Context: an optimization exercise on an open-source flow, tuned for small area, a short achievable clock period and few clock cycles per item. The choices shown serve that exercise and are no tape-out recipe.
Function was checked by simulation only, so behaviour that the tests miss may differ from the original.

Setup of build 24:
// tally_digest
module tally_digest (
    input  wire         clk,
    input  wire         rst,           
    input  wire         in_valid,
    output wire         in_ready,
    input  wire [63:0]  in_data,
    input  wire [7:0]   in_len,
    output wire         out_valid,
    input  wire         out_ready,
    output wire [127:0] out_digest
);
    localparam [31:0] IV0 = 32'h6a09e667, IV1 = 32'hbb67ae85,
                      IV2 = 32'h3c6ef372, IV3 = 32'ha54ff53a,
                      IV4 = 32'h510e527f, IV5 = 32'h9b05688c,
                      IV6 = 32'h1f83d9ab, IV7 = 32'h5be0cd19;
    function [31:0] rotr(input [31:0] x, input integer n);
        rotr = (x >> n) | (x << (32 - n));
    endfunction
    function [31:0] bsig0(input [31:0] x);
        bsig0 = rotr(x, 2) ^ rotr(x, 13) ^ rotr(x, 22);
    endfunction
    function [31:0] bsig1(input [31:0] x);
        bsig1 = rotr(x, 6) ^ rotr(x, 11) ^ rotr(x, 25);
    endfunction
    function [31:0] ssig0(input [31:0] x);
        ssig0 = rotr(x, 7) ^ rotr(x, 18) ^ (x >> 3);
    endfunction
    function [31:0] ssig1(input [31:0] x);
        ssig1 = rotr(x, 17) ^ rotr(x, 19) ^ (x >> 10);
    endfunction
    function [30:0] maj(input [30:0] x, input [30:0] y, input [30:0] z);
        maj = (x & y) | (x & z) | (y & z);
    endfunction
    function [31:0] ksadd_ld(input [31:0] x, input [31:0] z, input ld, input [31:0] v);
        reg [31:0] gg, pp, gn, pn;
        integer i, l;
        begin
            gg = x & z; pp = x ^ z; gn = gg; pn = pp;
            for (l = 0; l < 5; l = l + 1) begin
                for (i = 31; i >= 0; i = i - 1)
                    if (i >= (1 << l)) begin
                        gn[i] = gg[i] | (pp[i] & gg[i - (1 << l)]);
                        pn[i] = pp[i] & pp[i - (1 << l)];
                    end
                gg = gn; pp = pn;
            end
            ksadd_ld = (ld ? v : (x ^ z)) ^ ({gg[30:0], 1'b0} & {32{!ld}});
        end
    endfunction
    function [31:0] kconst(input [5:0] i);
        case (i)
            6'd0:  kconst = 32'h428a2f98;  6'd1:  kconst = 32'h71374491;
            6'd2:  kconst = 32'hb5c0fbcf;  6'd3:  kconst = 32'he9b5dba5;
            6'd4:  kconst = 32'h3956c25b;  6'd5:  kconst = 32'h59f111f1;
            6'd6:  kconst = 32'h923f82a4;  6'd7:  kconst = 32'hab1c5ed5;
            6'd8:  kconst = 32'hd807aa98;  6'd9:  kconst = 32'h12835b01;
  ...
For scale: ~1100 flip-flops, roughly 210 I/O pins, roughly 50000 µm² of cells after synthesis.
==> flow/config.mk <==
export PLATFORM = sky130hd
export DESIGN_NAME = tally_digest
export DESIGN_NICKNAME = tally_digest
export VERILOG_FILES = /design/flow/design.v
export SDC_FILE = /design/flow/constraint.sdc
export NUM_CORES = 4
export LEC_CHECK = 0
export CAP_MARGIN = 20
export CORE_MARGIN = 2
export CORE_UTILIZATION = 50
export CTS_CLUSTER_DIAMETER = 90
export CTS_CLUSTER_SIZE = 20
export SETUP_SLACK_MARGIN = 5
export SLEW_MARGIN = 20
export TNS_END_PERCENT = 5
==> flow/constraint.sdc <==
create_clock -name core_clock -period 12.0 [get_ports {clk}]
set_input_delay 2.4000 -clock core_clock [delete_from_list [all_inputs] [get_ports {clk}]]
set_output_delay 2.4000 -clock core_clock [all_outputs]
set_load 0.01 [all_outputs]
standard.sh (not shown) runs the stock make flow with config.mk's settings and CLKGATE_MAP_FILE= SYNTH_SCRIPT=/design/flow/synth_recipe.tcl, a recipe that flattens the netlist after the stock synthesis.
==> flow/flow/run.sh <==
#!/bin/bash
# Standard layout; timing repair aims at a larger setup margin, and the
# port buffers are the smallest buffer (repair resizes them as needed).
# If detailed routing fails (a pin without access point, say), the layout
# is made again from scratch with one site of padding beside each cell.
set -uo pipefail
ARGS=(SETUP_SLACK_MARGIN=8 "BUFFER_PORTS_ARGS=-buffer_cell sky130_fd_sc_hd__buf_1")
if ! bash standard.sh "${ARGS[@]}" finish > standard.log 2>&1; then
    mv orfs orfs_failed && rm -rf orfs_failed/results orfs_failed/objects
    rm -f out/final.def
    bash standard.sh "${ARGS[@]}" CELL_PAD_IN_SITES_DETAIL_PLACEMENT=1 finish > standard_retry.log 2>&1
fi
Build 24 completed every stage of the flow, and the final layout passed the timing, design-rule and antenna checks.
Testbench counts of build 24, summed over its fixed seeds: cycles 320,482, items 1,920.
Modified inputs, build 62 compared to build 24
- swapping 50 for 55 in CORE_UTILIZATION
Findings:
Build 62: PASS, flow complete, no timing, DRC or antenna violations
Compared with build 24, build 62 shows filler cell count that has gone down by more than 10%.
When build 62 is set beside build 24, its antenna diode count turns out to be 3 larger.
On final design instance area without fill: between build 24 and build 62, it ends up higher for build 62.
[diff] minimum clock period after layout, build 62 relative to build 24: regression
Relative max-transition margin (lower): build 62
The final reports for build 62 and build 24 show post-place setup slack higher in the former.
Die area, build 24 and build 62, higher one = build 24.
Compared with build 24, final instance count without filler cells in build 62 decreased slightly.
What build 61 does differently from build 62 at the input level:
- a deleted CTS_CLUSTER_SIZE that had been 20
- a change of CORE_UTILIZATION from 55 to 45
- a deleted CTS_CLUSTER_DIAMETER that had been 90
==> flow/flow/run.sh <==
#!/bin/bash
# Standard layout; timing repair aims at a larger setup margin, and the
# port buffers are the smallest buffer (repair resizes them as needed).
set -euo pipefail
bash standard.sh SETUP_SLACK_MARGIN=8 "BUFFER_PORTS_ARGS=-buffer_cell sky130_fd_sc_hd__buf_1" finish > standard.log 2>&1
## What came out
- Placed wire-length estimate after detailed placement: build 61 vs build 62 up about 1.2%
- In the flow results for build 62 and build 61, the number of buffers other than clock buffers in the final layout is larger on build 62.
- Going from build 62 to build 61, transition at the pin with the smallest max-transition slack moved down; worst setup slack after placement now larger; routed length on met3 went down by 26%; design area has increased.
- Relative to build 62, fraction of the core area covered by cells at the end of the flow has gone down in build 61.
- Global-route wire length before repair, build 62 and build 61, higher one = build 61.
- Shortest clock period the worst path allows after layout down 0.098 ns in build 61 wrt build 62
### build 61 -> build 40
- swapping 45 for 40 in CORE_UTILIZATION
- putting CTS_CLUSTER_DIAMETER at 90 where nothing was set
- putting CTS_CLUSTER_SIZE at 20 where nothing was set
==> flow/flow/run.sh <==
#!/bin/bash
# Standard layout; timing repair aims at a larger setup margin, and the
# port buffers are the smallest buffer (repair resizes them as needed).
# If detailed routing fails (a pin without access point, say), the layout
# is made again from scratch with one site of padding beside each cell.
set -uo pipefail
ARGS=(SETUP_SLACK_MARGIN=8 "BUFFER_PORTS_ARGS=-buffer_cell sky130_fd_sc_hd__buf_1")
if ! bash standard.sh "${ARGS[@]}" finish > standard.log 2>&1; then
    mv orfs orfs_failed && rm -rf orfs_failed/results orfs_failed/objects
    rm -f out/final.def
    bash standard.sh "${ARGS[@]}" CELL_PAD_IN_SITES_DETAIL_PLACEMENT=1 finish > standard_retry.log 2>&1
fi
### Flow results
Between build 40 and build 61, it is build 40 whose area added between synthesis and finish is lower, by 3.5 points. After synthesis and placement, the instance count of build 40 is above that of build 61. Going from build 61 to build 40, post-route cell area down about 3%; register-to-register slack closely matched the old numbers; combined global-route utilization of all metal layers shows a reduction of 3.4 points; worst slew slack as a fraction of its limit increased 4.0 points. Build 40 vs. build 61: hold slack went up by 0.042 ns. Compared with build 61, build 40 shows a lower first-pass GRT wire length. Looking at critical-path cell with the highest stage delay, the fa_1 result is from build 40; the fa_2 one comes from build 61. Area of the mapped netlist came out exactly the same in build 61 and build 40.

## static timing again, ports no longer ideal
The flow's constraints put no driver on any port. The routed layouts listed below were extracted and timed again, unchanged, in two steps. Step 1, drivers: a clkbuf_16 drives clk and a buf_2 each remaining input, both assumed. Step 2 times the ports against the registers' clock, not the clock port: input delays grow and output delays shrink by t, the midpoint of the rising clock arrivals with the driver on. Slacks: ideal / step 1 / step 2; pairs: ideal / step 1.
run | t (ns) | setup WS [ns] | worst register clock-pin slew, ns
build 24 | 0.738 | 7.402 / 7.402 / 7.294 | 0.09 / 0.09
build 62 | 0.743 | 7.351 / 7.351 / 7.318 | 0.09 / 0.09
build 61 | 0.775 | 7.450 / 7.450 / 7.444 | 0.07 / 0.07
build 40 | 0.724 | 7.453 / 7.453 / 7.364 | 0.09 / 0.09
After both steps every run listed still meets setup and hold. The setup slack of build 24, which loses most, moves by 0.000 ns with the drivers and by -0.108 ns with both steps.
